Source: an optimization exercise on an open RTL-to-GDS flow (aim: small area, a short achievable clock period and few clock cycles per item). Production flows keep margins and buffers that such runs may drop. Function was checked by simulation only, so behaviour that the tests miss may differ from the original.

==> inputs of 07-06 <==
==> flow/design.v (excerpt) <==
module slot_seal (
    input  wire         clk,
    input  wire         rst,          
    input  wire         start,
    input  wire [127:0] key,
    input  wire [511:0] slot,
    input  wire [31:0]  generation,
    input  wire [15:0]  index,
    output wire         ready,
    output reg          done,
    output wire [63:0]  tag,
    output wire [31:0]  crc,
    output wire         tag_ok,
    output reg          crc_ok
);
    function [127:0] to_be(input [127:0] x);
        integer b;
        begin
            for (b = 0; b < 16; b = b + 1)
                to_be[127-8*b -: 8] = x[8*b +: 8];
        end
    endfunction
    function [79:0] to_be80(input [79:0] x);
        integer b;
        begin
            for (b = 0; b < 10; b = b + 1)
                to_be80[79-8*b -: 8] = x[8*b +: 8];
        end
    endfunction
    function [127:0] dbl(input [127:0] x);
        dbl = {x[126:0], 1'b0} ^ (x[127] ? 128'h87 : 128'h0);
    endfunction
    function [7:0] xtime(input [7:0] b);
        xtime = {b[6:0], 1'b0} ^ (b[7] ? 8'h1b : 8'h00);
    endfunction
    reg         busy;     
    reg [127:0] st;       
    reg [127:0] rk;       
    reg [127:0] k2;       
    reg [127:0] ckey;     
  ...
Settings: LEC_CHECK=0, CAP_MARGIN=20, CORE_MARGIN=2, CORE_UTILIZATION=50, PLACE_DENSITY=0.7, SETUP_SLACK_MARGIN=3, SLEW_MARGIN=20, SYNTH_HIERARCHICAL=1, SYNTH_MINIMUM_KEEP_SIZE=0; clock period 10.0 ns.
standard.sh (not shown) runs the stock make flow with config.mk's settings and CLKGATE_MAP_FILE= SYNTH_SCRIPT=/design/flow/synth_recipe.tcl, a recipe that flattens the netlist after the stock synthesis.
==> flow/flow/run.sh <==
#!/bin/bash
# Layout: the standard flow (standard.sh), with every input and output
# port buffered by the smallest buffer, sky130_fd_sc_hd__buf_1, instead of
# the cell buffer_ports picks by default. Everything else is unchanged.
set -euo pipefail
export BUFFER_PORTS_ARGS="-buffer_cell sky130_fd_sc_hd__buf_1"
bash standard.sh > standard.log 2>&1
==> 10-10 (differences from 07-06) <==
--- a/flow/design.v
+++ b/flow/design.v
@@ -92,135 +92,129 @@
     wire M21;
     slot_x2 xM21 (.a(M17), .b(M15), .y(M21));
     wire M22;
     slot_x2 xM22 (.a(M18), .b(M13), .y(M22));
     wire M23;
     slot_x2 xM23 (.a(M19), .b(T25), .y(M23));
-    wire M24;
-    slot_x2 xM24 (.a(M22), .b(M23), .y(M24));
-    wire n_M25 = ~(M22 & M20);
-    wire n_M26;
-    slot_x2 xM26 (.a(M21), .b(n_M25), .y(n_M26));
-    wire M27;
-    slot_x2 xM27 (.a(M20), .b(M21), .y(M27));
-    wire n_M28;
-    slot_x2 xM28 (.a(M23), .b(n_M25), .y(n_M28));
-    wire M29 = ~(n_M28 | ~M27);
-    wire M30 = ~(n_M26 | ~M24);
-    wire n_M31 = ~(M20 & M23);
-    wire M32 = ~(n_M31 | ~M27);
-    wire n_M33;
-    slot_x2 xM33 (.a(M27), .b(n_M25), .y(n_M33));
-    wire n_M34 = ~(M21 & M22);
-    wire M35 = ~(n_M34 | ~M24);
-    wire n_M36;
-    slot_x2 xM36 (.a(M24), .b(n_M25), .y(n_M36));
-    wire M37;
-    slot_x2 xM37 (.a(M21), .b(M29), .y(M37));
-    wire n_M38;
-    slot_x2 xM38 (.a(M32), .b(n_M33), .y(n_M38));
-    wire M39;
-    slot_x2 xM39 (.a(M23), .b(M30), .y(M39));
-    wire n_M40;
-    slot_x2 xM40 (.a(M35), .b(n_M36), .y(n_M40));
     wire M41;
-    slot_x2 xM41 (.a(n_M38), .b(n_M40), .y(M41));
+    slot_x2 xM41 (.a(M38), .b(M40), .y(M41));
     wire M42;
     slot_x2 xM42 (.a(M37), .b(M39), .y(M42));
-    wire n_M43;
-    slot_x2 xM43 (.a(M37), .b(n_M38), .y(n_M43));
-    wire n_M44;
-    slot_x2 xM44 (.a(M39), .b(n_M40), .y(n_M44));
+    wire M43;
+    slot_x2 xM43 (.a(M37), .b(M38), .y(M43));
+    wire M44;
+    slot_x2 xM44 (.a(M39), .b(M40), .y(M44));
     wire M45;
     slot_x2 xM45 (.a(M42), .b(M41), .y(M45));
-    wire M46 = ~(n_M44 | ~T6);
-    wire M47 = ~(n_M40 | ~T8);
+    wire n_M46 = ~(M44 & T6);
+    wire n_M47 = ~(M40 & T8);
     wire n_M48 = ~(M39 & U7);
-    wire M49 = ~(n_M43 | ~T16);
-    wire M50 = ~(n_M38 | ~T9);
+    wire n_M49 = ~(M43 & T16);
+    wire n_M50 = ~(M38 & T9);
     wire n_M51 = ~(M37 & T17);
     wire n_M52 = ~(M42 & T15);
     wire n_M53 = ~(M45 & T27);
     wire n_M54 = ~(M41 & T10);
-    wire M55 = ~(n_M44 | ~T13);
-    wire M56 = ~(n_M40 | ~T23);
+    wire n_M55 = ~(M44 & T13);
+    wire n_M56 = ~(M40 & T23);
     wire n_M57 = ~(M39 & T19);
-    wire M58 = ~(n_M43 | ~T3);
-    wire M59 = ~(n_M38 | ~T22);
+    wire n_M58 = ~(M43 & T3);
+    wire n_M59 = ~(M38 & T22);
     wire n_M60 = ~(M37 & T20);
     wire n_M61 = ~(M42 & T1);
     wire n_M62 = ~(M45 & T4);
     wire n_M63 = ~(M41 & T2);
     wire L0;
     slot_x2 xL0 (.a(n_M61), .b(n_M62), .y(L0));
     wire L1;
-    slot_x2 xL1 (.a(M50), .b(M56), .y(L1));
-    wire n_L2;
-    slot_x2 xL2 (.a(M46), .b(n_M48), .y(n_L2));
+    slot_x2 xL1 (.a(n_M50), .b(n_M56), .y(L1));
+    wire L2;
+    slot_x2 xL2 (.a(n_M46), .b(n_M48), .y(L2));
     wire L3;
-    slot_x2 xL3 (.a(M47), .b(M55), .y(L3));
-    wire n_L4;
-    slot_x2 xL4 (.a(n_M54), .b(M58), .y(n_L4));
-    wire n_L5;
-    slot_x2 xL5 (.a(M49), .b(n_M61), .y(n_L5));
-    wire L6;
-    slot_x2 xL6 (.a(n_M62), .b(n_L5), .y(L6));
-    wire L7;
-    slot_x2 xL7 (.a(M46), .b(L3), .y(L7));
-    wire n_L8;
-    slot_x2 xL8 (.a(n_M51), .b(M59), .y(n_L8));
+    slot_x2 xL3 (.a(n_M47), .b(n_M55), .y(L3));
+    wire L4;
+    slot_x2 xL4 (.a(n_M54), .b(n_M58), .y(L4));
+    wire L5;
+    slot_x2 xL5 (.a(n_M49), .b(n_M61), .y(L5));
+    wire n_L6;
+    slot_x2 xL6 (.a(n_M62), .b(L5), .y(n_L6));
+    wire n_L7;
+    slot_x2 xL7 (.a(n_M46), .b(L3), .y(n_L7));
+    wire L8;
+    slot_x2 xL8 (.a(n_M51), .b(n_M59), .y(L8));
     wire L9;
     slot_x2 xL9 (.a(n_M52), .b(n_M53), .y(L9));
-    wire L10;
-    slot_x2 xL10 (.a(n_M53), .b(n_L4), .y(L10));
-    wire L11;
-    slot_x2 xL11 (.a(n_M60), .b(n_L2), .y(L11));
+    wire n_L10;
+    slot_x2 xL10 (.a(n_M53), .b(L4), .y(n_L10));
+    wire n_L11;
+    slot_x2 xL11 (.a(n_M60), .b(L2), .y(n_L11));
     wire L12;
     slot_x2 xL12 (.a(n_M48), .b(n_M51), .y(L12));
-    wire L13;
-    slot_x2 xL13 (.a(M50), .b(L0), .y(L13));
+    wire n_L13;
+    slot_x2 xL13 (.a(n_M50), .b(L0), .y(n_L13));
     wire L14;
     slot_x2 xL14 (.a(n_M52), .b(n_M61), .y(L14));
-    wire L15;
-    slot_x2 xL15 (.a(M55), .b(L1), .y(L15));
-    wire L16;
-    slot_x2 xL16 (.a(M56), .b(L0), .y(L16));
+    wire n_L15;
+    slot_x2 xL15 (.a(n_M55), .b(L1), .y(n_L15));
+    wire n_L16;
+    slot_x2 xL16 (.a(n_M56), .b(L0), .y(n_L16));
     wire n_L17;
     slot_x2 xL17 (.a(n_M57), .b(L1), .y(n_L17));
     wire n_L18;
-    slot_x2 xL18 (.a(M58), .b(n_L8), .y(n_L18));
-    wire L19;
-    slot_x2 xL19 (.a(n_M63), .b(n_L4), .y(L19));
+    slot_x2 xL18 (.a(n_M58), .b(L8), .y(n_L18));
+    wire n_L19;
+    slot_x2 xL19 (.a(n_M63), .b(L4), .y(n_L19));
     wire L20;
     slot_x2 xL20 (.a(L0), .b(L1), .y(L20));
-    wire L21;
-    slot_x2 xL21 (.a(L1), .b(L7), .y(L21));
+    wire n_L21;
+    slot_x2 xL21 (.a(L1), .b(n_L7), .y(n_L21));
     wire L22;
     slot_x2 xL22 (.a(L3), .b(L12), .y(L22));
-    wire L23;
-    slot_x2 xL23 (.a(n_L18), .b(n_L2), .y(L23));
-    wire L24;
-    slot_x2 xL24 (.a(L15), .b(L9), .y(L24));
+    wire n_L23;
+    slot_x2 xL23 (.a(n_L18), .b(L2), .y(n_L23));
+    wire n_L24;
+    slot_x2 xL24 (.a(n_L15), .b(L9), .y(n_L24));
     wire L25;
-    slot_x2 xL25 (.a(L6), .b(L10), .y(L25));
-    wire L26;
-    slot_x2 xL26 (.a(L7), .b(L9), .y(L26));
+    slot_x2 xL25 (.a(n_L6), .b(n_L10), .y(L25));
+    wire n_L26;
+    slot_x2 xL26 (.a(n_L7), .b(L9), .y(n_L26));
     wire n_L27;
-    slot_x2 xL27 (.a(n_L8), .b(L10), .y(n_L27));
-    wire L28;
-    slot_x2 xL28 (.a(L11), .b(L14), .y(L28));
-    wire n_L29;
-    slot_x2 xL29 (.a(L11), .b(n_L17), .y(n_L29));
-    slot_x2 xy7 (.a(L6), .b(L24), .y(y[7]));
-    slot_xn2 xy6 (.a(L16), .b(L26), .y(y[6]));
-    slot_xn2 xy5 (.a(L19), .b(L28), .y(y[5]));
-    slot_x2 xy4 (.a(L6), .b(L21), .y(y[4]));
+    slot_x2 xL27 (.a(L8), .b(n_L10), .y(n_L27));
+    wire n_L28;
+    slot_x2 xL28 (.a(n_L11), .b(L14), .y(n_L28));
+    wire L29;
+    slot_x2 xL29 (.a(n_L11), .b(n_L17), .y(L29));
+    wire M37, M38, M39, M40;
+    slot_gf16_inv u_inv (.M20(M20), .M21(M21), .M22(M22), .M23(M23), .M37(M37), .M38(M38), .M39(M39), .M40(M40));
+    slot_x2 xy7 (.a(n_L6), .b(n_L24), .y(y[7]));
+    slot_xn2 xy6 (.a(n_L16), .b(n_L26), .y(y[6]));
+    slot_xn2 xy5 (.a(n_L19), .b(n_L28), .y(y[5]));
+    slot_x2 xy4 (.a(n_L6), .b(n_L21), .y(y[4]));
     slot_x2 xy3 (.a(L20), .b(L22), .y(y[3]));
-    slot_xn2 xy2 (.a(L25), .b(n_L29), .y(y[2]));
-    slot_x2 xy1 (.a(L13), .b(n_L27), .y(y[1]));
-    slot_xn2 xy0 (.a(L6), .b(L23), .y(y[0]));
+    slot_x2 xy2 (.a(L25), .b(L29), .y(y[2]));
+    slot_xn2 xy1 (.a(n_L13), .b(n_L27), .y(y[1]));
+    slot_xn2 xy0 (.a(n_L6), .b(n_L23), .y(y[0]));
+endmodule
+module slot_gf16_inv (input wire M20, input wire M21, input wire M22, input wire M23, output wire M37, output wire M38, output wire M39, output wire M40);
+    wire M24 = M22 ^ M23;
+    wire M25 = M22 & M20;
+    wire M26 = M21 ^ M25;
+    wire M27 = M20 ^ M21;
+    wire M28 = M23 ^ M25;
+    wire M29 = M28 & M27;
+    wire M30 = M26 & M24;
+    wire M31 = M20 & M23;
+    wire M32 = M27 & M31;
+    wire M33 = M27 ^ M25;
+    wire M34 = M21 & M22;
+    wire M35 = M24 & M34;
+    wire M36 = M24 ^ M25;
+    assign M37 = M21 ^ M29;
+    assign M38 = M32 ^ M33;
+    assign M39 = M23 ^ M30;
+    assign M40 = M35 ^ M36;
 endmodule
 module slot_x2 (input wire a, input wire b, output wire y);
     assign y = a ^ b;
 endmodule
 module slot_xn2 (input wire a, input wire b, output wire y);
     assign y = ~(a ^ b);
PLACE_DENSITY = 0.6   (was 0.7)
SETUP_SLACK_MARGIN = 3.25   (was 3)
==> notes <==
- Cell count is about the same in 07-06 and 10-10.
- In synthesized cell count, 10-10 and 07-06 do not differ.
- Between 10-10 and 07-06, the lower non-clock buffer count is in 07-06 (gap 27).
- 10-10 went through all stages and came out clean. 07-06 ran to the end with no violations.
- Hold slack: 10-10 is worse than 07-06 (0.0057 ns).
- In 07-06 the routed wire length is higher than in 10-10, by about 2.4%.
- Against 07-06, the first-iteration DRC count of 10-10 is higher by about 1%.
- Critical path depth is the same in 10-10 and 07-06.
- In 10-10 the global-route usage is lower than in 07-06, by 0.85 points.
Testbench counts of 07-06, summed over its fixed seeds: cycles 54,118, items 1,280.
Testbench counts of 10-10, summed over its fixed seeds: cycles 54,118, items 1,280.

==> separate check: timing with driven ports <==
No port has a modelled driver above. Below, the same layouts with a new extraction and two added sets of constraints. Step 1 (the two cells are an assumption about what drives the block):
set clk [get_ports {clk}]
set_driving_cell -lib_cell sky130_fd_sc_hd__clkbuf_16 $clk
set_driving_cell -lib_cell sky130_fd_sc_hd__buf_2 [delete_from_list [all_inputs] $clk]
Step 2 moves the port delays by t, midway between the first and last clock arrival at a register: inputs arrive t later, outputs are due t later. That takes back most of the time a late clock gives input paths. a / b / c = no drivers / after step 1 / after step 2; a / b = the first two.
run	shift t [ns]	slack for setup (ns)	clock arrival spread, ns	worst slew at a driven data input, ns
07-06	0.815	2.888 / 2.888 / 2.397	0.045 / 0.045	0.26
10-10	0.815	2.984 / 2.984 / 2.687	0.055 / 0.055	0.29
After both steps setup and hold are still met in every run listed. For 07-06, which loses most, drivers alone change the setup slack by 0.000 ns; drivers and shift together by -0.491 ns.
